From an optimization exercise on the open Yosys and OpenROAD flow, aimed at small area; shortcuts taken in it are not production practice. Function was checked by simulation only, so behaviour that the tests miss may differ from the original.

`flow/config.mk`:
```
export PLATFORM = sky130hd
export DESIGN_NAME = dpll_loop_filter
export DESIGN_NICKNAME = dpll_loop_filter
export VERILOG_FILES = /design/flow/design.v
export SDC_FILE = /design/flow/constraint.sdc
export NUM_CORES = 4
export LEC_CHECK = 0
export CAP_MARGIN = 20
export CORE_MARGIN = 2
export CORE_UTILIZATION = 40
export SLEW_MARGIN = 20
export SYNTH_MEMORY_MAX_BITS = 131072
```
`flow/constraint.sdc`:
```
create_clock -name core_clock -period 40.0 [get_ports {clk}]
set_input_delay 8.0000 -clock core_clock [delete_from_list [all_inputs] [get_ports {clk}]]
set_output_delay 8.0000 -clock core_clock [all_outputs]
set_load 0.01 [all_outputs]
```
`flow/design.v`:
```
module dpll_lf_gains (
    input  wire        type3,
    input  wire [2:0]  damp,    
    input  wire [4:0]  code,    
    output reg  [15:0] kp_m,
    output reg  [4:0]  kp_s,
    output reg  [15:0] ki_m,
    output reg  [5:0]  ki_s,
    output reg  [15:0] kii_m,
    output reg  [6:0]  kii_s
);
    always @(*) begin
        case ({type3, damp, code})
            {1'b0, 3'd0, 5'd0}: begin kp_m = 16'd62294; kp_s = 5'd23; ki_m = 16'd46259; ki_s = 6'd44; kii_m = 16'd0; kii_s = 7'd0; end
            {1'b0, 3'd0, 5'd1}: begin kp_m = 16'd62294; kp_s = 5'd22; ki_m = 16'd46259; ki_s = 6'd42; kii_m = 16'd0; kii_s = 7'd0; end
            {1'b0, 3'd0, 5'd2}: begin kp_m = 16'd38934; kp_s = 5'd20; ki_m = 16'd36140; ki_s = 6'd39; kii_m = 16'd0; kii_s = 7'd0; end
            {1'b0, 3'd0, 5'd3}: begin kp_m = 16'd38934; kp_s = 5'd19; ki_m = 16'd36140; ki_s = 6'd37; kii_m = 16'd0; kii_s = 7'd0; end
            {1'b0, 3'd0, 5'd4}: begin kp_m = 16'd38934; kp_s = 5'd18; ki_m = 16'd36140; ki_s = 6'd35; kii_m = 16'd0; kii_s = 7'd0; end
            {1'b0, 3'd0, 5'd5}: begin kp_m = 16'd48667; kp_s = 5'd17; ki_m = 16'd56469; ki_s = 6'd33; kii_m = 16'd0; kii_s = 7'd0; end
            {1'b0, 3'd0, 5'd6}: begin kp_m = 16'd48667; kp_s = 5'd16; ki_m = 16'd56469; ki_s = 6'd31; kii_m = 16'd0; kii_s = 7'd0; end
            {1'b0, 3'd0, 5'd7}: begin kp_m = 16'd48667; kp_s = 5'd15; ki_m = 16'd56469; ki_s = 6'd29; kii_m = 16'd0; kii_s = 7'd0; end
            {1'b0, 3'd0, 5'd8}: begin kp_m = 16'd60834; kp_s = 5'd14; ki_m = 16'd44116; ki_s = 6'd26; kii_m = 16'd0; kii_s = 7'd0; end
            {1'b0, 3'd0, 5'd9}: begin kp_m = 16'd60834; kp_s = 5'd13; ki_m = 16'd44116; ki_s = 6'd24; kii_m = 16'd0; kii_s = 7'd0; end
            {1'b0, 3'd0, 5'd10}: begin kp_m = 16'd60834; kp_s = 5'd12; ki_m = 16'd44116; ki_s = 6'd22; kii_m = 16'd0; kii_s = 7'd0; end
            {1'b0, 3'd0, 5'd11}: begin kp_m = 16'd38021; kp_s = 5'd10; ki_m = 16'd34466; ki_s = 6'd19; kii_m = 16'd0; kii_s = 7'd0; end
            {1'b0, 3'd0, 5'd12}: begin kp_m = 16'd38021; kp_s = 5'd9; ki_m = 16'd34466; ki_s = 6'd17; kii_m = 16'd0; kii_s = 7'd0; end
            {1'b0, 3'd0, 5'd13}: begin kp_m = 16'd38021; kp_s = 5'd8; ki_m = 16'd34466; ki_s = 6'd15; kii_m = 16'd0; kii_s = 7'd0; end
            {1'b0, 3'd0, 5'd14}: begin kp_m = 16'd47526; kp_s = 5'd7; ki_m = 16'd53853; ki_s = 6'd13; kii_m = 16'd0; kii_s = 7'd0; end
            {1'b0, 3'd0, 5'd15}: begin kp_m = 16'd47526; kp_s = 5'd6; ki_m = 16'd53853; ki_s = 6'd11; kii_m = 16'd0; kii_s = 7'd0; end
            {1'b0, 3'd0, 5'd16}: begin kp_m = 16'd47526; kp_s = 5'd5; ki_m = 16'd53853; ki_s = 6'd9; kii_m = 16'd0; kii_s = 7'd0; end
            {1'b0, 3'd0, 5'd17}: begin kp_m = 16'd59408; kp_s = 5'd4; ki_m = 16'd42073; ki_s = 6'd6; kii_m = 16'd0; kii_s = 7'd0; end
            {1'b0, 3'd0, 5'd18}: begin kp_m = 16'd59408; kp_s = 5'd3; ki_m = 16'd42073; ki_s = 6'd4; kii_m = 16'd0; kii_s = 7'd0; end
            {1'b0, 3'd0, 5'd19}: begin kp_m = 16'd59408; kp_s = 5'd2; ki_m = 16'd42073; ki_s = 6'd2; kii_m = 16'd0; kii_s = 7'd0; end
            {1'b0, 3'd0, 5'd20}: begin kp_m = 16'd59408; kp_s = 5'd1; ki_m = 16'd42073; ki_s = 6'd0; kii_m = 16'd0; kii_s = 7'd0; end
            {1'b0, 3'd1, 5'd0}: begin kp_m = 16'd38884; kp_s = 5'd22; ki_m = 16'd36059; ki_s = 6'd44; kii_m = 16'd0; kii_s = 7'd0; end
            {1'b0, 3'd1, 5'd1}: begin kp_m = 16'd38884; kp_s = 5'd21; ki_m = 16'd36059; ki_s = 6'd42; kii_m = 16'd0; kii_s = 7'd0; end
            {1'b0, 3'd1, 5'd2}: begin kp_m = 16'd48605; kp_s = 5'd20; ki_m = 16'd56343; ki_s = 6'd40; kii_m = 16'd0; kii_s = 7'd0; end
            {1'b0, 3'd1, 5'd3}: begin kp_m = 16'd48605; kp_s = 5'd19; ki_m = 16'd56343; ki_s = 6'd38; kii_m = 16'd0; kii_s = 7'd0; end
            {1'b0, 3'd1, 5'd4}: begin kp_m = 16'd48605; kp_s = 5'd18; ki_m = 16'd56343; ki_s = 6'd36; kii_m = 16'd0; kii_s = 7'd0; end
            {1'b0, 3'd1, 5'd5}: begin kp_m = 16'd60757; kp_s = 5'd17; ki_m = 16'd44018; ki_s = 6'd33; kii_m = 16'd0; kii_s = 7'd0; end
            {1'b0, 3'd1, 5'd6}: begin kp_m = 16'd60757; kp_s = 5'd16; ki_m = 16'd44018; ki_s = 6'd31; kii_m = 16'd0; kii_s = 7'd0; end
            {1'b0, 3'd1, 5'd7}: begin kp_m = 16'd60757; kp_s = 5'd15; ki_m = 16'd44018; ki_s = 6'd29; kii_m = 16'd0; kii_s = 7'd0; end
            {1'b0, 3'd1, 5'd8}: begin kp_m = 16'd37973; kp_s = 5'd13; ki_m = 16'd34389; ki_s = 6'd26; kii_m = 16'd0; kii_s = 7'd0; end
            {1'b0, 3'd1, 5'd9}: begin kp_m = 16'd37973; kp_s = 5'd12; ki_m = 16'd34389; ki_s = 6'd24; kii_m = 16'd0; kii_s = 7'd0; end
            {1'b0, 3'd1, 5'd10}: begin kp_m = 16'd37973; kp_s = 5'd11; ki_m = 16'd34389; ki_s = 6'd22; kii_m = 16'd0; kii_s = 7'd0; end
            {1'b0, 3'd1, 5'd11}: begin kp_m = 16'd47466; kp_s = 5'd10; ki_m = 16'd53733; ki_s = 6'd20; kii_m = 16'd0; kii_s = 7'd0; end
            {1'b0, 3'd1, 5'd12}: begin kp_m = 16'd47466; kp_s = 5'd9; ki_m = 16'd53733; ki_s = 6'd18; kii_m = 16'd0; kii_s = 7'd0; end
            {1'b0, 3'd1, 5'd13}: begin kp_m = 16'd47466; kp_s = 5'd8; ki_m = 16'd53733; ki_s = 6'd16; kii_m = 16'd0; kii_s = 7'd0; end
            {1'b0, 3'd1, 5'd14}: begin kp_m = 16'd59333; kp_s = 5'd7; ki_m = 16'd41979; ki_s = 6'd13; kii_m = 16'd0; kii_s = 7'd0; end
            {1'b0, 3'd1, 5'd15}: begin kp_m = 16'd59333; kp_s = 5'd6; ki_m = 16'd41979; ki_s = 6'd11; kii_m = 16'd0; kii_s = 7'd0; end
            {1'b0, 3'd1, 5'd16}: begin kp_m = 16'd59333; kp_s = 5'd5; ki_m = 16'd41979; ki_s = 6'd9; kii_m = 16'd0; kii_s = 7'd0; end
            {1'b0, 3'd1, 5'd17}: begin kp_m = 16'd37083; kp_s = 5'd3; ki_m = 16'd32796; ki_s = 6'd6; kii_m = 16'd0; kii_s = 7'd0; end
            {1'b0, 3'd1, 5'd18}: begin kp_m = 16'd37083; kp_s = 5'd2; ki_m = 16'd32796; ki_s = 6'd4; kii_m = 16'd0; kii_s = 7'd0; end
            {1'b0, 3'd1, 5'd19}: begin kp_m = 16'd37083; kp_s = 5'd1; ki_m = 16'd32796; ki_s = 6'd2; kii_m = 16'd0; kii_s = 7'd0; end
            {1'b0, 3'd1, 5'd20}: begin kp_m = 16'd37083; kp_s = 5'd0; ki_m = 16'd32796; ki_s = 6'd0; kii_m = 16'd0; kii_s = 7'd0; end
            {1'b0, 3'd2, 5'd0}: begin kp_m = 16'd45603; kp_s = 5'd22; ki_m = 16'd49583; ki_s = 6'd45; kii_m = 16'd0; kii_s = 7'd0; end
            {1'b0, 3'd2, 5'd1}: begin kp_m = 16'd45603; kp_s = 5'd21; ki_m = 16'd49583; ki_s = 6'd43; kii_m = 16'd0; kii_s = 7'd0; end
            {1'b0, 3'd2, 5'd2}: begin kp_m = 16'd57004; kp_s = 5'd20; ki_m = 16'd38737; ki_s = 6'd40; kii_m = 16'd0; kii_s = 7'd0; end
            {1'b0, 3'd2, 5'd3}: begin kp_m = 16'd57004; kp_s = 5'd19; ki_m = 16'd38737; ki_s = 6'd38; kii_m = 16'd0; kii_s = 7'd0; end
            {1'b0, 3'd2, 5'd4}: begin kp_m = 16'd57004; kp_s = 5'd18; ki_m = 16'd38737; ki_s = 6'd36; kii_m = 16'd0; kii_s = 7'd0; end
            {1'b0, 3'd2, 5'd5}: begin kp_m = 16'd35628; kp_s = 5'd16; ki_m = 16'd60527; ki_s = 6'd34; kii_m = 16'd0; kii_s = 7'd0; end
            {1'b0, 3'd2, 5'd6}: begin kp_m = 16'd35628; kp_s = 5'd15; ki_m = 16'd60527; ki_s = 6'd32; kii_m = 16'd0; kii_s = 7'd0; end
            {1'b0, 3'd2, 5'd7}: begin kp_m = 16'd35628; kp_s = 5'd14; ki_m = 16'd60527; ki_s = 6'd30; kii_m = 16'd0; kii_s = 7'd0; end
            {1'b0, 3'd2, 5'd8}: begin kp_m = 16'd44535; kp_s = 5'd13; ki_m = 16'd47286; ki_s = 6'd27; kii_m = 16'd0; kii_s = 7'd0; end
            {1'b0, 3'd2, 5'd9}: begin kp_m = 16'd44535; kp_s = 5'd12; ki_m = 16'd47286; ki_s = 6'd25; kii_m = 16'd0; kii_s = 7'd0; end
            {1'b0, 3'd2, 5'd10}: begin kp_m = 16'd44535; kp_s = 5'd11; ki_m = 16'd47286; ki_s = 6'd23; kii_m = 16'd0; kii_s = 7'd0; end
            {1'b0, 3'd2, 5'd11}: begin kp_m = 16'd55668; kp_s = 5'd10; ki_m = 16'd36942; ki_s = 6'd20; kii_m = 16'd0; kii_s = 7'd0; end
            {1'b0, 3'd2, 5'd12}: begin kp_m = 16'd55668; kp_s = 5'd9; ki_m = 16'd36942; ki_s = 6'd18; kii_m = 16'd0; kii_s = 7'd0; end
            {1'b0, 3'd2, 5'd13}: begin kp_m = 16'd55668; kp_s = 5'd8; ki_m = 16'd36942; ki_s = 6'd16; kii_m = 16'd0; kii_s = 7'd0; end
            {1'b0, 3'd2, 5'd14}: begin kp_m = 16'd34793; kp_s = 5'd6; ki_m = 16'd57723; ki_s = 6'd14; kii_m = 16'd0; kii_s = 7'd0; end
            {1'b0, 3'd2, 5'd15}: begin kp_m = 16'd34793; kp_s = 5'd5; ki_m = 16'd57723; ki_s = 6'd12; kii_m = 16'd0; kii_s = 7'd0; end
            {1'b0, 3'd2, 5'd16}: begin kp_m = 16'd34793; kp_s = 5'd4; ki_m = 16'd57723; ki_s = 6'd10; kii_m = 16'd0; kii_s = 7'd0; end
            {1'b0, 3'd2, 5'd17}: begin kp_m = 16'd43491; kp_s = 5'd3; ki_m = 16'd45096; ki_s = 6'd7; kii_m = 16'd0; kii_s = 7'd0; end
            {1'b0, 3'd2, 5'd18}: begin kp_m = 16'd43491; kp_s = 5'd2; ki_m = 16'd45096; ki_s = 6'd5; kii_m = 16'd0; kii_s = 7'd0; end
            {1'b0, 3'd2, 5'd19}: begin kp_m = 16'd43491; kp_s = 5'd1; ki_m = 16'd45096; ki_s = 6'd3; kii_m = 16'd0; kii_s = 7'd0; end
            {1'b0, 3'd2, 5'd20}: begin kp_m = 16'd43491; kp_s = 5'd0; ki_m = 16'd45096; ki_s = 6'd1; kii_m = 16'd0; kii_s = 7'd0; end
            {1'b0, 3'd3, 5'd0}: begin kp_m = 16'd53277; kp_s = 5'd22; ki_m = 16'd33837; ki_s = 6'd46; kii_m = 16'd0; kii_s = 7'd0; end
            {1'b0, 3'd3, 5'd1}: begin kp_m = 16'd53277; kp_s = 5'd21; ki_m = 16'd33837; ki_s = 6'd44; kii_m = 16'd0; kii_s = 7'd0; end
            {1'b0, 3'd3, 5'd2}: begin kp_m = 16'd33298; kp_s = 5'd19; ki_m = 16'd52871; ki_s = 6'd42; kii_m = 16'd0; kii_s = 7'd0; end
            {1'b0, 3'd3, 5'd3}: begin kp_m = 16'd33298; kp_s = 5'd18; ki_m = 16'd52871; ki_s = 6'd40; kii_m = 16'd0; kii_s = 7'd0; end
            {1'b0, 3'd3, 5'd4}: begin kp_m = 16'd33298; kp_s = 5'd17; ki_m = 16'd52871; ki_s = 6'd38; kii_m = 16'd0; kii_s = 7'd0; end
            {1'b0, 3'd3, 5'd5}: begin kp_m = 16'd41623; kp_s = 5'd16; ki_m = 16'd41305; ki_s = 6'd35; kii_m = 16'd0; kii_s = 7'd0; end
            {1'b0, 3'd3, 5'd6}: begin kp_m = 16'd41623; kp_s = 5'd15; ki_m = 16'd41305; ki_s = 6'd33; kii_m = 16'd0; kii_s = 7'd0; end
            {1'b0, 3'd3, 5'd7}: begin kp_m = 16'd41623; kp_s = 5'd14; ki_m = 16'd41305; ki_s = 6'd31; kii_m = 16'd0; kii_s = 7'd0; end
            {1'b0, 3'd3, 5'd8}: begin kp_m = 16'd52029; kp_s = 5'd13; ki_m = 16'd64540; ki_s = 6'd29; kii_m = 16'd0; kii_s = 7'd0; end
            {1'b0, 3'd3, 5'd9}: begin kp_m = 16'd52029; kp_s = 5'd12; ki_m = 16'd64540; ki_s = 6'd27; kii_m = 16'd0; kii_s = 7'd0; end
            {1'b0, 3'd3, 5'd10}: begin kp_m = 16'd52029; kp_s = 5'd11; ki_m = 16'd64540; ki_s = 6'd25; kii_m = 16'd0; kii_s = 7'd0; end
            {1'b0, 3'd3, 5'd11}: begin kp_m = 16'd65036; kp_s = 5'd10; ki_m = 16'd50422; ki_s = 6'd22; kii_m = 16'd0; kii_s = 7'd0; end
            {1'b0, 3'd3, 5'd12}: begin kp_m = 16'd65036; kp_s = 5'd9; ki_m = 16'd50422; ki_s = 6'd20; kii_m = 16'd0; kii_s = 7'd0; end
            {1'b0, 3'd3, 5'd13}: begin kp_m = 16'd65036; kp_s = 5'd8; ki_m = 16'd50422; ki_s = 6'd18; kii_m = 16'd0; kii_s = 7'd0; end
            {1'b0, 3'd3, 5'd14}: begin kp_m = 16'd40647; kp_s = 5'd6; ki_m = 16'd39392; ki_s = 6'd15; kii_m = 16'd0; kii_s = 7'd0; end
            {1'b0, 3'd3, 5'd15}: begin kp_m = 16'd40647; kp_s = 5'd5; ki_m = 16'd39392; ki_s = 6'd13; kii_m = 16'd0; kii_s = 7'd0; end
            {1'b0, 3'd3, 5'd16}: begin kp_m = 16'd40647; kp_s = 5'd4; ki_m = 16'd39392; ki_s = 6'd11; kii_m = 16'd0; kii_s = 7'd0; end
            {1'b0, 3'd3, 5'd17}: begin kp_m = 16'd50809; kp_s = 5'd3; ki_m = 16'd61550; ki_s = 6'd9; kii_m = 16'd0; kii_s = 7'd0; end
            {1'b0, 3'd3, 5'd18}: begin kp_m = 16'd50809; kp_s = 5'd2; ki_m = 16'd61550; ki_s = 6'd7; kii_m = 16'd0; kii_s = 7'd0; end
            {1'b0, 3'd3, 5'd19}: begin kp_m = 16'd50809; kp_s = 5'd1; ki_m = 16'd61550; ki_s = 6'd5; kii_m = 16'd0; kii_s = 7'd0; end
            {1'b0, 3'd3, 5'd20}: begin kp_m = 16'd50809; kp_s = 5'd0; ki_m = 16'd61550; ki_s = 6'd3; kii_m = 16'd0; kii_s = 7'd0; end
            {1'b0, 3'd4, 5'd0}: begin kp_m = 16'd55723; kp_s = 5'd22; ki_m = 16'd37015; ki_s = 6'd48; kii_m = 16'd0; kii_s = 7'd0; end
            {1'b0, 3'd4, 5'd1}: begin kp_m = 16'd55723; kp_s = 5'd21; ki_m = 16'd37015; ki_s = 6'd46; kii_m = 16'd0; kii_s = 7'd0; end
            {1'b0, 3'd4, 5'd2}: begin kp_m = 16'd34827; kp_s = 5'd19; ki_m = 16'd57837; ki_s = 6'd44; kii_m = 16'd0; kii_s = 7'd0; end
            {1'b0, 3'd4, 5'd3}: begin kp_m = 16'd34827; kp_s = 5'd18; ki_m = 16'd57837; ki_s = 6'd42; kii_m = 16'd0; kii_s = 7'd0; end
            {1'b0, 3'd4, 5'd4}: begin kp_m = 16'd34827; kp_s = 5'd17; ki_m = 16'd57837; ki_s = 6'd40; kii_m = 16'd0; kii_s = 7'd0; end
            {1'b0, 3'd4, 5'd5}: begin kp_m = 16'd43534; kp_s = 5'd16; ki_m = 16'd45185; ki_s = 6'd37; kii_m = 16'd0; kii_s = 7'd0; end
            {1'b0, 3'd4, 5'd6}: begin kp_m = 16'd43534; kp_s = 5'd15; ki_m = 16'd45185; ki_s = 6'd35; kii_m = 16'd0; kii_s = 7'd0; end
            {1'b0, 3'd4, 5'd7}: begin kp_m = 16'd43534; kp_s = 5'd14; ki_m = 16'd45185; ki_s = 6'd33; kii_m = 16'd0; kii_s = 7'd0; end
            {1'b0, 3'd4, 5'd8}: begin kp_m = 16'd54417; kp_s = 5'd13; ki_m = 16'd35301; ki_s = 6'd30; kii_m = 16'd0; kii_s = 7'd0; end
            {1'b0, 3'd4, 5'd9}: begin kp_m = 16'd54417; kp_s = 5'd12; ki_m = 16'd35301; ki_s = 6'd28; kii_m = 16'd0; kii_s = 7'd0; end
            {1'b0, 3'd4, 5'd10}: begin kp_m = 16'd54417; kp_s = 5'd11; ki_m = 16'd35301; ki_s = 6'd26; kii_m = 16'd0; kii_s = 7'd0; end
            {1'b0, 3'd4, 5'd11}: begin kp_m = 16'd34011; kp_s = 5'd9; ki_m = 16'd55157; ki_s = 6'd24; kii_m = 16'd0; kii_s = 7'd0; end
            {1'b0, 3'd4, 5'd12}: begin kp_m = 16'd34011; kp_s = 5'd8; ki_m = 16'd55157; ki_s = 6'd22; kii_m = 16'd0; kii_s = 7'd0; end
            {1'b0, 3'd4, 5'd13}: begin kp_m = 16'd34011; kp_s = 5'd7; ki_m = 16'd55157; ki_s = 6'd20; kii_m = 16'd0; kii_s = 7'd0; end
            {1'b0, 3'd4, 5'd14}: begin kp_m = 16'd42513; kp_s = 5'd6; ki_m = 16'd43092; ki_s = 6'd17; kii_m = 16'd0; kii_s = 7'd0; end
            {1'b0, 3'd4, 5'd15}: begin kp_m = 16'd42513; kp_s = 5'd5; ki_m = 16'd43092; ki_s = 6'd15; kii_m = 16'd0; kii_s = 7'd0; end
            {1'b0, 3'd4, 5'd16}: begin kp_m = 16'd42513; kp_s = 5'd4; ki_m = 16'd43092; ki_s = 6'd13; kii_m = 16'd0; kii_s = 7'd0; end
            {1'b0, 3'd4, 5'd17}: begin kp_m = 16'd53142; kp_s = 5'd3; ki_m = 16'd33665; ki_s = 6'd10; kii_m = 16'd0; kii_s = 7'd0; end
            {1'b0, 3'd4, 5'd18}: begin kp_m = 16'd53142; kp_s = 5'd2; ki_m = 16'd33665; ki_s = 6'd8; kii_m = 16'd0; kii_s = 7'd0; end
            {1'b0, 3'd4, 5'd19}: begin kp_m = 16'd53142; kp_s = 5'd1; ki_m = 16'd33665; ki_s = 6'd6; kii_m = 16'd0; kii_s = 7'd0; end
            {1'b0, 3'd4, 5'd20}: begin kp_m = 16'd53142; kp_s = 5'd0; ki_m = 16'd33665; ki_s = 6'd4; kii_m = 16'd0; kii_s = 7'd0; end
            {1'b0, 3'd5, 5'd0}: begin kp_m = 16'd56382; kp_s = 5'd22; ki_m = 16'd37896; ki_s = 6'd50; kii_m = 16'd0; kii_s = 7'd0; end
            {1'b0, 3'd5, 5'd1}: begin kp_m = 16'd56382; kp_s = 5'd21; ki_m = 16'd37896; ki_s = 6'd48; kii_m = 16'd0; kii_s = 7'd0; end
            {1'b0, 3'd5, 5'd2}: begin kp_m = 16'd35239; kp_s = 5'd19; ki_m = 16'd59213; ki_s = 6'd46; kii_m = 16'd0; kii_s = 7'd0; end
            {1'b0, 3'd5, 5'd3}: begin kp_m = 16'd35239; kp_s = 5'd18; ki_m = 16'd59213; ki_s = 6'd44; kii_m = 16'd0; kii_s = 7'd0; end
            {1'b0, 3'd5, 5'd4}: begin kp_m = 16'd35239; kp_s = 5'd17; ki_m = 16'd59213; ki_s = 6'd42; kii_m = 16'd0; kii_s = 7'd0; end
            {1'b0, 3'd5, 5'd5}: begin kp_m = 16'd44049; kp_s = 5'd16; ki_m = 16'd46260; ki_s = 6'd39; kii_m = 16'd0; kii_s = 7'd0; end
            {1'b0, 3'd5, 5'd6}: begin kp_m = 16'd44049; kp_s = 5'd15; ki_m = 16'd46260; ki_s = 6'd37; kii_m = 16'd0; kii_s = 7'd0; end
            {1'b0, 3'd5, 5'd7}: begin kp_m = 16'd44049; kp_s = 5'd14; ki_m = 16'd46260; ki_s = 6'd35; kii_m = 16'd0; kii_s = 7'd0; end
            {1'b0, 3'd5, 5'd8}: begin kp_m = 16'd55061; kp_s = 5'd13; ki_m = 16'd36141; ki_s = 6'd32; kii_m = 16'd0; kii_s = 7'd0; end
            {1'b0, 3'd5, 5'd9}: begin kp_m = 16'd55061; kp_s = 5'd12; ki_m = 16'd36141; ki_s = 6'd30; kii_m = 16'd0; kii_s = 7'd0; end
            {1'b0, 3'd5, 5'd10}: begin kp_m = 16'd55061; kp_s = 5'd11; ki_m = 16'd36141; ki_s = 6'd28; kii_m = 16'd0; kii_s = 7'd0; end
            {1'b0, 3'd5, 5'd11}: begin kp_m = 16'd34413; kp_s = 5'd9; ki_m = 16'd56470; ki_s = 6'd26; kii_m = 16'd0; kii_s = 7'd0; end
            {1'b0, 3'd5, 5'd12}: begin kp_m = 16'd34413; kp_s = 5'd8; ki_m = 16'd56470; ki_s = 6'd24; kii_m = 16'd0; kii_s = 7'd0; end
            {1'b0, 3'd5, 5'd13}: begin kp_m = 16'd34413; kp_s = 5'd7; ki_m = 16'd56470; ki_s = 6'd22; kii_m = 16'd0; kii_s = 7'd0; end
            {1'b0, 3'd5, 5'd14}: begin kp_m = 16'd43016; kp_s = 5'd6; ki_m = 16'd44117; ki_s = 6'd19; kii_m = 16'd0; kii_s = 7'd0; end
            {1'b0, 3'd5, 5'd15}: begin kp_m = 16'd43016; kp_s = 5'd5; ki_m = 16'd44117; ki_s = 6'd17; kii_m = 16'd0; kii_s = 7'd0; end
            {1'b0, 3'd5, 5'd16}: begin kp_m = 16'd43016; kp_s = 5'd4; ki_m = 16'd44117; ki_s = 6'd15; kii_m = 16'd0; kii_s = 7'd0; end
            {1'b0, 3'd5, 5'd17}: begin kp_m = 16'd53771; kp_s = 5'd3; ki_m = 16'd34467; ki_s = 6'd12; kii_m = 16'd0; kii_s = 7'd0; end
            {1'b0, 3'd5, 5'd18}: begin kp_m = 16'd53771; kp_s = 5'd2; ki_m = 16'd34467; ki_s = 6'd10; kii_m = 16'd0; kii_s = 7'd0; end
            {1'b0, 3'd5, 5'd19}: begin kp_m = 16'd53771; kp_s = 5'd1; ki_m = 16'd34467; ki_s = 6'd8; kii_m = 16'd0; kii_s = 7'd0; end
            {1'b0, 3'd5, 5'd20}: begin kp_m = 16'd53771; kp_s = 5'd0; ki_m = 16'd34467; ki_s = 6'd6; kii_m = 16'd0; kii_s = 7'd0; end
            {1'b1, 3'd3, 5'd0}: begin kp_m = 16'd47558; kp_s = 5'd22; ki_m = 16'd43140; ki_s = 6'd45; kii_m = 16'd62611; kii_s = 7'd66; end
            {1'b1, 3'd3, 5'd1}: begin kp_m = 16'd47558; kp_s = 5'd21; ki_m = 16'd43140; ki_s = 6'd43; kii_m = 16'd62611; kii_s = 7'd63; end
            {1'b1, 3'd3, 5'd2}: begin kp_m = 16'd59447; kp_s = 5'd20; ki_m = 16'd33703; ki_s = 6'd40; kii_m = 16'd61143; kii_s = 7'd59; end
            {1'b1, 3'd3, 5'd3}: begin kp_m = 16'd59447; kp_s = 5'd19; ki_m = 16'd33703; ki_s = 6'd38; kii_m = 16'd61143; kii_s = 7'd56; end
            {1'b1, 3'd3, 5'd4}: begin kp_m = 16'd59447; kp_s = 5'd18; ki_m = 16'd33703; ki_s = 6'd36; kii_m = 16'd61143; kii_s = 7'd53; end
            {1'b1, 3'd3, 5'd5}: begin kp_m = 16'd37155; kp_s = 5'd16; ki_m = 16'd52661; ki_s = 6'd34; kii_m = 16'd59710; kii_s = 7'd49; end
            {1'b1, 3'd3, 5'd6}: begin kp_m = 16'd37155; kp_s = 5'd15; ki_m = 16'd52661; ki_s = 6'd32; kii_m = 16'd59710; kii_s = 7'd46; end
            {1'b1, 3'd3, 5'd7}: begin kp_m = 16'd37155; kp_s = 5'd14; ki_m = 16'd52661; ki_s = 6'd30; kii_m = 16'd59710; kii_s = 7'd43; end
            {1'b1, 3'd3, 5'd8}: begin kp_m = 16'd46443; kp_s = 5'd13; ki_m = 16'd41141; ki_s = 6'd27; kii_m = 16'd58311; kii_s = 7'd39; end
            {1'b1, 3'd3, 5'd9}: begin kp_m = 16'd46443; kp_s = 5'd12; ki_m = 16'd41141; ki_s = 6'd25; kii_m = 16'd58311; kii_s = 7'd36; end
            {1'b1, 3'd3, 5'd10}: begin kp_m = 16'd46443; kp_s = 5'd11; ki_m = 16'd41141; ki_s = 6'd23; kii_m = 16'd58311; kii_s = 7'd33; end
            {1'b1, 3'd3, 5'd11}: begin kp_m = 16'd58054; kp_s = 5'd10; ki_m = 16'd64283; ki_s = 6'd21; kii_m = 16'd56944; kii_s = 7'd29; end
            {1'b1, 3'd3, 5'd12}: begin kp_m = 16'd58054; kp_s = 5'd9; ki_m = 16'd64283; ki_s = 6'd19; kii_m = 16'd56944; kii_s = 7'd26; end
            {1'b1, 3'd3, 5'd13}: begin kp_m = 16'd58054; kp_s = 5'd8; ki_m = 16'd64283; ki_s = 6'd17; kii_m = 16'd56944; kii_s = 7'd23; end
            {1'b1, 3'd3, 5'd14}: begin kp_m = 16'd36284; kp_s = 5'd6; ki_m = 16'd50221; ki_s = 6'd14; kii_m = 16'd55609; kii_s = 7'd19; end
            {1'b1, 3'd3, 5'd15}: begin kp_m = 16'd36284; kp_s = 5'd5; ki_m = 16'd50221; ki_s = 6'd12; kii_m = 16'd55609; kii_s = 7'd16; end
            {1'b1, 3'd3, 5'd16}: begin kp_m = 16'd36284; kp_s = 5'd4; ki_m = 16'd50221; ki_s = 6'd10; kii_m = 16'd55609; kii_s = 7'd13; end
            {1'b1, 3'd3, 5'd17}: begin kp_m = 16'd45355; kp_s = 5'd3; ki_m = 16'd39235; ki_s = 6'd7; kii_m = 16'd54306; kii_s = 7'd9; end
            {1'b1, 3'd3, 5'd18}: begin kp_m = 16'd45355; kp_s = 5'd2; ki_m = 16'd39235; ki_s = 6'd5; kii_m = 16'd54306; kii_s = 7'd6; end
            {1'b1, 3'd3, 5'd19}: begin kp_m = 16'd45355; kp_s = 5'd1; ki_m = 16'd39235; ki_s = 6'd3; kii_m = 16'd54306; kii_s = 7'd3; end
            {1'b1, 3'd3, 5'd20}: begin kp_m = 16'd45355; kp_s = 5'd0; ki_m = 16'd39235; ki_s = 6'd1; kii_m = 16'd54306; kii_s = 7'd0; end
            {1'b1, 3'd4, 5'd0}: begin kp_m = 16'd51037; kp_s = 5'd22; ki_m = 16'd55201; ki_s = 6'd46; kii_m = 16'd53072; kii_s = 7'd68; end
            {1'b1, 3'd4, 5'd1}: begin kp_m = 16'd51037; kp_s = 5'd21; ki_m = 16'd55201; ki_s = 6'd44; kii_m = 16'd53072; kii_s = 7'd65; end
            {1'b1, 3'd4, 5'd2}: begin kp_m = 16'd63796; kp_s = 5'd20; ki_m = 16'd43126; ki_s = 6'd41; kii_m = 16'd51828; kii_s = 7'd61; end
            {1'b1, 3'd4, 5'd3}: begin kp_m = 16'd63796; kp_s = 5'd19; ki_m = 16'd43126; ki_s = 6'd39; kii_m = 16'd51828; kii_s = 7'd58; end
            {1'b1, 3'd4, 5'd4}: begin kp_m = 16'd63796; kp_s = 5'd18; ki_m = 16'd43126; ki_s = 6'd37; kii_m = 16'd51828; kii_s = 7'd55; end
            {1'b1, 3'd4, 5'd5}: begin kp_m = 16'd39872; kp_s = 5'd16; ki_m = 16'd33692; ki_s = 6'd34; kii_m = 16'd50614; kii_s = 7'd51; end
            {1'b1, 3'd4, 5'd6}: begin kp_m = 16'd39872; kp_s = 5'd15; ki_m = 16'd33692; ki_s = 6'd32; kii_m = 16'd50614; kii_s = 7'd48; end
            {1'b1, 3'd4, 5'd7}: begin kp_m = 16'd39872; kp_s = 5'd14; ki_m = 16'd33692; ki_s = 6'd30; kii_m = 16'd50614; kii_s = 7'd45; end
            {1'b1, 3'd4, 5'd8}: begin kp_m = 16'd49840; kp_s = 5'd13; ki_m = 16'd52644; ki_s = 6'd28; kii_m = 16'd49427; kii_s = 7'd41; end
            {1'b1, 3'd4, 5'd9}: begin kp_m = 16'd49840; kp_s = 5'd12; ki_m = 16'd52644; ki_s = 6'd26; kii_m = 16'd49427; kii_s = 7'd38; end
            {1'b1, 3'd4, 5'd10}: begin kp_m = 16'd49840; kp_s = 5'd11; ki_m = 16'd52644; ki_s = 6'd24; kii_m = 16'd49427; kii_s = 7'd35; end
            {1'b1, 3'd4, 5'd11}: begin kp_m = 16'd62301; kp_s = 5'd10; ki_m = 16'd41128; ki_s = 6'd21; kii_m = 16'd48269; kii_s = 7'd31; end
            {1'b1, 3'd4, 5'd12}: begin kp_m = 16'd62301; kp_s = 5'd9; ki_m = 16'd41128; ki_s = 6'd19; kii_m = 16'd48269; kii_s = 7'd28; end
            {1'b1, 3'd4, 5'd13}: begin kp_m = 16'd62301; kp_s = 5'd8; ki_m = 16'd41128; ki_s = 6'd17; kii_m = 16'd48269; kii_s = 7'd25; end
            {1'b1, 3'd4, 5'd14}: begin kp_m = 16'd38938; kp_s = 5'd6; ki_m = 16'd64263; ki_s = 6'd15; kii_m = 16'd47138; kii_s = 7'd21; end
            {1'b1, 3'd4, 5'd15}: begin kp_m = 16'd38938; kp_s = 5'd5; ki_m = 16'd64263; ki_s = 6'd13; kii_m = 16'd47138; kii_s = 7'd18; end
            {1'b1, 3'd4, 5'd16}: begin kp_m = 16'd38938; kp_s = 5'd4; ki_m = 16'd64263; ki_s = 6'd11; kii_m = 16'd47138; kii_s = 7'd15; end
            {1'b1, 3'd4, 5'd17}: begin kp_m = 16'd48672; kp_s = 5'd3; ki_m = 16'd50205; ki_s = 6'd8; kii_m = 16'd46033; kii_s = 7'd11; end
            {1'b1, 3'd4, 5'd18}: begin kp_m = 16'd48672; kp_s = 5'd2; ki_m = 16'd50205; ki_s = 6'd6; kii_m = 16'd46033; kii_s = 7'd8; end
            {1'b1, 3'd4, 5'd19}: begin kp_m = 16'd48672; kp_s = 5'd1; ki_m = 16'd50205; ki_s = 6'd4; kii_m = 16'd46033; kii_s = 7'd5; end
            {1'b1, 3'd4, 5'd20}: begin kp_m = 16'd48672; kp_s = 5'd0; ki_m = 16'd50205; ki_s = 6'd2; kii_m = 16'd46033; kii_s = 7'd2; end
            {1'b1, 3'd5, 5'd0}: begin kp_m = 16'd53480; kp_s = 5'd22; ki_m = 16'd64178; ki_s = 6'd47; kii_m = 16'd36243; kii_s = 7'd70; end
            {1'b1, 3'd5, 5'd1}: begin kp_m = 16'd53480; kp_s = 5'd21; ki_m = 16'd64178; ki_s = 6'd45; kii_m = 16'd36243; kii_s = 7'd67; end
            {1'b1, 3'd5, 5'd2}: begin kp_m = 16'd33425; kp_s = 5'd19; ki_m = 16'd50139; ki_s = 6'd42; kii_m = 16'd35394; kii_s = 7'd63; end
            {1'b1, 3'd5, 5'd3}: begin kp_m = 16'd33425; kp_s = 5'd18; ki_m = 16'd50139; ki_s = 6'd40; kii_m = 16'd35394; kii_s = 7'd60; end
            {1'b1, 3'd5, 5'd4}: begin kp_m = 16'd33425; kp_s = 5'd17; ki_m = 16'd50139; ki_s = 6'd38; kii_m = 16'd35394; kii_s = 7'd57; end
            {1'b1, 3'd5, 5'd5}: begin kp_m = 16'd41781; kp_s = 5'd16; ki_m = 16'd39171; ki_s = 6'd35; kii_m = 16'd34564; kii_s = 7'd53; end
            {1'b1, 3'd5, 5'd6}: begin kp_m = 16'd41781; kp_s = 5'd15; ki_m = 16'd39171; ki_s = 6'd33; kii_m = 16'd34564; kii_s = 7'd50; end
            {1'b1, 3'd5, 5'd7}: begin kp_m = 16'd41781; kp_s = 5'd14; ki_m = 16'd39171; ki_s = 6'd31; kii_m = 16'd34564; kii_s = 7'd47; end
            {1'b1, 3'd5, 5'd8}: begin kp_m = 16'd52226; kp_s = 5'd13; ki_m = 16'd61205; ki_s = 6'd29; kii_m = 16'd33754; kii_s = 7'd43; end
            {1'b1, 3'd5, 5'd9}: begin kp_m = 16'd52226; kp_s = 5'd12; ki_m = 16'd61205; ki_s = 6'd27; kii_m = 16'd33754; kii_s = 7'd40; end
            {1'b1, 3'd5, 5'd10}: begin kp_m = 16'd52226; kp_s = 5'd11; ki_m = 16'd61205; ki_s = 6'd25; kii_m = 16'd33754; kii_s = 7'd37; end
            {1'b1, 3'd5, 5'd11}: begin kp_m = 16'd65283; kp_s = 5'd10; ki_m = 16'd47816; ki_s = 6'd22; kii_m = 16'd32963; kii_s = 7'd33; end
            {1'b1, 3'd5, 5'd12}: begin kp_m = 16'd65283; kp_s = 5'd9; ki_m = 16'd47816; ki_s = 6'd20; kii_m = 16'd32963; kii_s = 7'd30; end
            {1'b1, 3'd5, 5'd13}: begin kp_m = 16'd65283; kp_s = 5'd8; ki_m = 16'd47816; ki_s = 6'd18; kii_m = 16'd32963; kii_s = 7'd27; end
            {1'b1, 3'd5, 5'd14}: begin kp_m = 16'd40802; kp_s = 5'd6; ki_m = 16'd37356; ki_s = 6'd15; kii_m = 16'd64381; kii_s = 7'd24; end
            {1'b1, 3'd5, 5'd15}: begin kp_m = 16'd40802; kp_s = 5'd5; ki_m = 16'd37356; ki_s = 6'd13; kii_m = 16'd64381; kii_s = 7'd21; end
            {1'b1, 3'd5, 5'd16}: begin kp_m = 16'd40802; kp_s = 5'd4; ki_m = 16'd37356; ki_s = 6'd11; kii_m = 16'd64381; kii_s = 7'd18; end
            {1'b1, 3'd5, 5'd17}: begin kp_m = 16'd51002; kp_s = 5'd3; ki_m = 16'd58370; ki_s = 6'd9; kii_m = 16'd62872; kii_s = 7'd14; end
            {1'b1, 3'd5, 5'd18}: begin kp_m = 16'd51002; kp_s = 5'd2; ki_m = 16'd58370; ki_s = 6'd7; kii_m = 16'd62872; kii_s = 7'd11; end
            {1'b1, 3'd5, 5'd19}: begin kp_m = 16'd51002; kp_s = 5'd1; ki_m = 16'd58370; ki_s = 6'd5; kii_m = 16'd62872; kii_s = 7'd8; end
            {1'b1, 3'd5, 5'd20}: begin kp_m = 16'd51002; kp_s = 5'd0; ki_m = 16'd58370; ki_s = 6'd3; kii_m = 16'd62872; kii_s = 7'd5; end
            default: begin kp_m = 16'd0; kp_s = 5'd0; ki_m = 16'd0; ki_s = 6'd0; kii_m = 16'd0; kii_s = 7'd0; end
        endcase
    end
endmodule
module dpll_loop_filter (
    input  wire               clk,
    input  wire               rst,          
    input  wire               start,        
    input  wire               preset,       
    input  wire signed [31:0] e_loop,       
    input  wire               frozen,       
    input  wire        [4:0]  bw_code,      
    input  wire        [2:0]  damp,         
    input  wire               type3,        
    input  wire        [9:0]  lim_ppm,      
    input  wire signed [47:0] preset_fcw,   
    output reg                done,
    output reg  signed [47:0] fcw,
    output reg                clamp
);
    reg signed [79:0] i1;
    reg signed [95:0] i2;
    reg               prev_valid;
    reg        [8:0]  prev_cfg;             
    wire [4:0] code_n = (bw_code > 5'd20) ? 5'd20 : bw_code;
    wire [2:0] damp_a = (damp > 3'd5) ? 3'd4 : damp;
    wire [2:0] damp_n = (type3 && damp_a < 3'd3) ? 3'd3 : damp_a;
    wire [8:0] cfg    = {type3, damp_n, code_n};
    wire [9:0]  ppm = (lim_ppm == 10'd0) ? 10'd1 : (lim_ppm > 10'd1000) ? 10'd1000 : lim_ppm;
    wire [38:0] lim = ppm * 39'd281474977;                
    wire signed [89:0] lim1 = $signed({19'd0, lim, 32'd0});        
    wire signed [89:0] lim0 = $signed({51'd0, lim});                 
    wire [15:0] kp_m, ki_m, kii_m, kpo_m, kio_m, kiio_m;
    wire [4:0]  kp_s, kpo_s;
    wire [5:0]  ki_s, kio_s;
    wire [6:0]  kii_s, kiio_s;
    dpll_lf_gains u_gain_new (
        .type3(cfg[8]), .damp(cfg[7:5]), .code(cfg[4:0]),
        .kp_m(kp_m), .kp_s(kp_s), .ki_m(ki_m), .ki_s(ki_s), .kii_m(kii_m), .kii_s(kii_s)
    );
    dpll_lf_gains u_gain_old (
        .type3(prev_cfg[8]), .damp(prev_cfg[7:5]), .code(prev_cfg[4:0]),
        .kp_m(kpo_m), .kp_s(kpo_s), .ki_m(kio_m), .ki_s(kio_s), .kii_m(kiio_m), .kii_s(kiio_s)
    );
    wire signed [32:0] e = -$signed({e_loop[31], e_loop});
    wire signed [49:0] p_kp  = e * $signed({1'b0, kp_m});
    wire signed [49:0] p_kpo = e * $signed({1'b0, kpo_m});
    wire signed [49:0] p_ki  = e * $signed({1'b0, ki_m});
    wire signed [49:0] p_kii = e * $signed({1'b0, kii_m});
    wire signed [89:0] x_kp  = p_kp;
    wire signed [89:0] x_kpo = p_kpo;
    wire signed [89:0] x_ki  = p_ki;
    wire signed [95:0] x_kii = p_kii;
    wire signed [89:0] t_p   = (x_kp  <<< 33) >>> kp_s;
    wire signed [89:0] t_po  = (x_kpo <<< 33) >>> kpo_s;
    wire signed [89:0] t_i   = (x_ki  <<< 23) >>> ki_s;
    wire signed [95:0] t_ii  = (x_kii <<< 40) >>> kii_s;
    wire               chg = prev_valid && (cfg != prev_cfg);
    wire signed [89:0] adj = chg ? (t_po - t_p) : 90'sd0;
    wire signed [96:0] i2_sum = $signed({i2[95], i2}) + $signed({t_ii[95], t_ii});
    wire signed [95:0] i2_sat = (i2_sum[96] != i2_sum[95]) ?
                                    (i2_sum[96] ? {1'b1, 95'd0} : {1'b0, {95{1'b1}}}) :
                                    i2_sum[95:0];
    wire signed [95:0] i2_n   = type3 ? i2_sat : 96'sd0;
    wire signed [89:0] i2_i1  = i2_n >>> 32;
    wire signed [89:0] i1_sum = i1 + adj + t_i + i2_i1;
    wire               i1_hi  = i1_sum > lim1;
    wire               i1_lo  = i1_sum < -lim1;
    wire signed [89:0] i1_c   = i1_hi ? lim1 : i1_lo ? -lim1 : i1_sum;
    wire signed [89:0] y      = t_p + i1_c;
    wire signed [89:0] y_r    = (y + 90'sd2147483648) >>> 32;
    wire               y_hi   = y_r > lim0;
    wire               y_lo   = y_r < -lim0;
    wire signed [89:0] y_c    = y_hi ? lim0 : y_lo ? -lim0 : y_r;
    always @(posedge clk) begin
        if (rst) begin
            i1         <= 80'sd0;
            i2         <= 96'sd0;
            prev_valid <= 1'b0;
            prev_cfg   <= 9'd0;
            fcw        <= 48'sd0;
            clamp      <= 1'b0;
            done       <= 1'b0;
        end else begin
            done <= start;
            if (start) begin
                if (!frozen) begin
                    i1         <= i1_c[79:0];
                    i2         <= i2_n;
                    prev_valid <= 1'b1;
                    prev_cfg   <= cfg;
                    fcw        <= y_c[47:0];
                    clamp      <= i1_hi | i1_lo | y_hi | y_lo;
                end
            end else if (preset) begin
                i1         <= $signed(preset_fcw) <<< 32;
                i2         <= 96'sd0;
                prev_valid <= 1'b0;
            end
        end
    end
endmodule
```
`flow/run.sh`:
```
#!/bin/bash
# synth_recipe.tcl (not shown) runs the flow's synth.tcl, then flattens the netlist and writes it again
# the make line also repeats each setting of config.mk as NAME=value (left out here)
make -C /OpenROAD-flow-scripts/flow DESIGN_CONFIG=/design/flow/config.mk WORK_HOME=/design/flow/orfs CLKGATE_MAP_FILE= SYNTH_SCRIPT=/design/flow/synth_recipe.tcl finish
```
==> run summary <==
outcome timing/DRC/antenna clean; sequential share of the synthesized area 0.0356; number of global-route vias before repair 140,000; Pre-antenna DRT Iters 9; largest net degree at the start of global routing 82; Boundary Pins 154; area grow syn2layout 14.1%; DP HPWL 547,000 µm; Bufs on Longest Clock Path 3; Max Cap Violations 0; R2R depth 107; Avg Inst Size Synth 7.67 µm²; Final GP Congestion 1.09; reg2reg end fcw[28]; area taken by multi-input logic gates 0.126 mm²; ys flop type dfxtp_1; crit path kind in2reg; Die Y 605 µm; fin crit share 0.966; Max Clk Rate 25.9 MHz; Hold Slack 0.454 ns; synthesized instance count 18,800; Post-synth EDFFs 0; DRC Markers 0; Initial DRC Count 14,700; TritonCTS clock tree yes; global-route wire length before repair 961,000 µm; cell taking the most area after synthesis fa_1; Crit. Startpoint bw_code[0]; Hold WC Path Type reg2reg; Port Buffers 153; Vias/cell 5.79; mapped cell area 0.144 mm²; CP required 40.58 ns; initial antenna violation count 20; area share of the largest cell type after synthesis 0.313; Post-Syn Nets 22,400; CP Max Fanout 19; Core Footprint 0.359 mm²; Cell variety after synth 138; Clock Tree Root clkbuf_16; clk sinks 257; Final Hold Fails 0; vias 143,000; fill count 36,600; cell mode on critical path buf_4; Register Area 0.00515 mm²; CP endpoint kind register; total gr overflow 0; CP arrival 39.23 ns; row cnt 220; CTS Hold Bufs 0; CP peak stage delay 0.60 ns; Initial Util 0.402; fraction of registers with async set or reset after synthesis 0; total die area 0.366 mm²; Slowest cell on crit path nor2_2; Worst R2R Start kpo_m[2]; Period minus WS final 38.65 ns; max_slew headroom 0.150; final wirelength 656,000 µm; Worst R2R Setup Slack 12.11 ns; Clock Latency Late Sink 0.68 ns; post-route antenna net violation count 0; Yosys reg bits 257; setup_tns 0 ns; Final Max Tran Viols 0; CP Capture Point fcw[28]; GR Util All Layers 0.355; clk slew on worst S/H paths 0.06 ns; Critical Path Start Type input port; synth warn 2; Chip Width 605 µm; dominant cells by area after synthesis fa_1 (31%), ha_1 (11%), inv_1 (7.5%), nand2_1 (6.6%), a21oi_1 (4.4%); layout cells sized above 1 0.122; # nets final 23,400; Clock Skew 0.0441 ns; Worst Max-Slew Pin Slew 1.27 ns; WL per Instance 26.6 µm; Final Setup Violations 0; total CTS buffers 37; htree depth 2
## final cells by class
cell class,instances,share of cell area
Multi-Input combinational cell,14600,0.762
Antenna cell,13,0.000198
Clock inverter,18,0.00143
Sequential cell,257,0.0313
Tap cell,4773,0.0363
Inverter,2886,0.0658
Clock buffer,50,0.00622
Timing Repair Buffer,2027,0.0964
## per-stage QoR
step	setup slack (ns)	instances	instance area (µm²)	util
2_1_floorplan	3.14	18800	144000	-
3_3_place_gp	-1.21	24500	163000	0.454
3_5_place_dp	-1.29	24500	163000	0.454
4_1_cts	0.207	24600	164000	0.457
5_1_grt	-0.0235	24600	165000	0.458
6_report	1.35	24600	165000	0.458
## synth_stat cells, drive strengths merged, types with 178 or more instances
cell    number
ha        1268
dfxtp      257
o21ai      872
xnor2      397
nand4      189
and2       336
nand2     2524
nor3       307
mux2i      472
a21oi     1271
inv       2873
nand3      228
nor2      1610
xor2       178
clkbuf     911
a21o       373
a211oi     212
fa        2254
## layer usage
metal,GRT usage,part of all wire,vias up,wire [µm]
li1,-,-,63900,-
met1,0.474,0.42,70700,272000
met2,0.543,0.43,6633,282000
met3,0.0607,0.084,1343,55100
met4,0.200,0.070,12,46100
met5,0,0.00011,-,69
## sequential cells by signal, summed over array words and instances (netlist names)
| register | flops |
|---|---|
| i2 | 96 |
| i1 | 80 |
| fcw | 48 |
| kpo_m | 15 |
| prev_cfg | 9 |
| kpo_s | 5 |
| clamp | 1 |
| done | 1 |
| kio_m | 1 |
| prev_valid | 1 |
## placed cells by master, fill, tap and decap left out, drive strengths merged, types with 99 or more instances in the layout
cell type / instances
nand2b: 160
nand4: 189
nor3: 307
nand3: 228
nor2b: 105
a21o: 373
xor2: 178
nor2: 1610
fa: 2254
a31oi: 138
o21a: 143
and3: 99
xnor2: 397
mux2i: 472
and2: 336
buf: 1883
nand2: 2524
o21bai: 136
dfxtp: 257
a211oi: 212
clkdlybuf4s50: 143
ha: 1268
a21oi: 1271
o21ai: 872
inv: 2877
## timing repair
action / 4_1_cts / 5_1_grt
gates resized for setup: 5 / 74
buffers inserted: 0 / 3
hold endpoints to repair: 0 / 0
pin swaps: 0 / 5
endpoints found under the setup margin: 49 / 49
## worst min-delay path by stage
stage | from | endpoint | slack (ns) | cells after the start
global placement | i2[68] | i2[68] | 0.44 | 2
CTS | i2[4] | i2[4] | 0.46 | 2
detailed placement | fcw[40] | fcw[40] | 0.45 | 2
global route | i2[72] | i2[72] | 0.48 | 2
finish | fcw[39] | fcw[39] | 0.45 | 2
floorplan | i2[12] | i2[12] | 0.43 | 2
## worst max-delay path, delay by kind of cell
kind	cells	cell delay, ns
xor+xnor	3	0.76
buf+inv	23	4.01
fa+ha+maj	16	6.30
compound gates	52	12.92
mux	1	0.38
simple gates	31	6.76
## cells by family after synthesis
logic type               Yosys count  share of synthesized area
AO/OA/AOI/OAI                   4034                      0.179
adder cells (fa/ha/maj)         3522                      0.423
flip-flops                       257                     0.0356
buffers and inverters           3945                      0.104
AND/OR/NAND/NOR                 5897                      0.182
multiplexers                     579                     0.0419
XOR/XNOR                         576                     0.0351

[port drivers added, routing unchanged]
In the flow no input, the clock included, has a driving cell. The finished layout below was timed again as built, in two steps.
Step 1 assumes that a clkbuf_16 drives the clock port and a buf_2 every other input.
Step 2 also shifts input and output timing later by t, the mid clock arrival at the registers, as if the neighbouring blocks saw the same clock.
Three values: no drivers, after step 1, after step 2; two values: the first two.
t, ns: 0.766
slack for setup (ns): 1.349 / 1.405 / 0.639
worst register clock-pin slew, ns: 0.08 / 0.08
After both steps setup and hold are still met in this run. For this run, drivers alone change the setup slack by +0.056 ns; drivers and shift together by -0.710 ns.
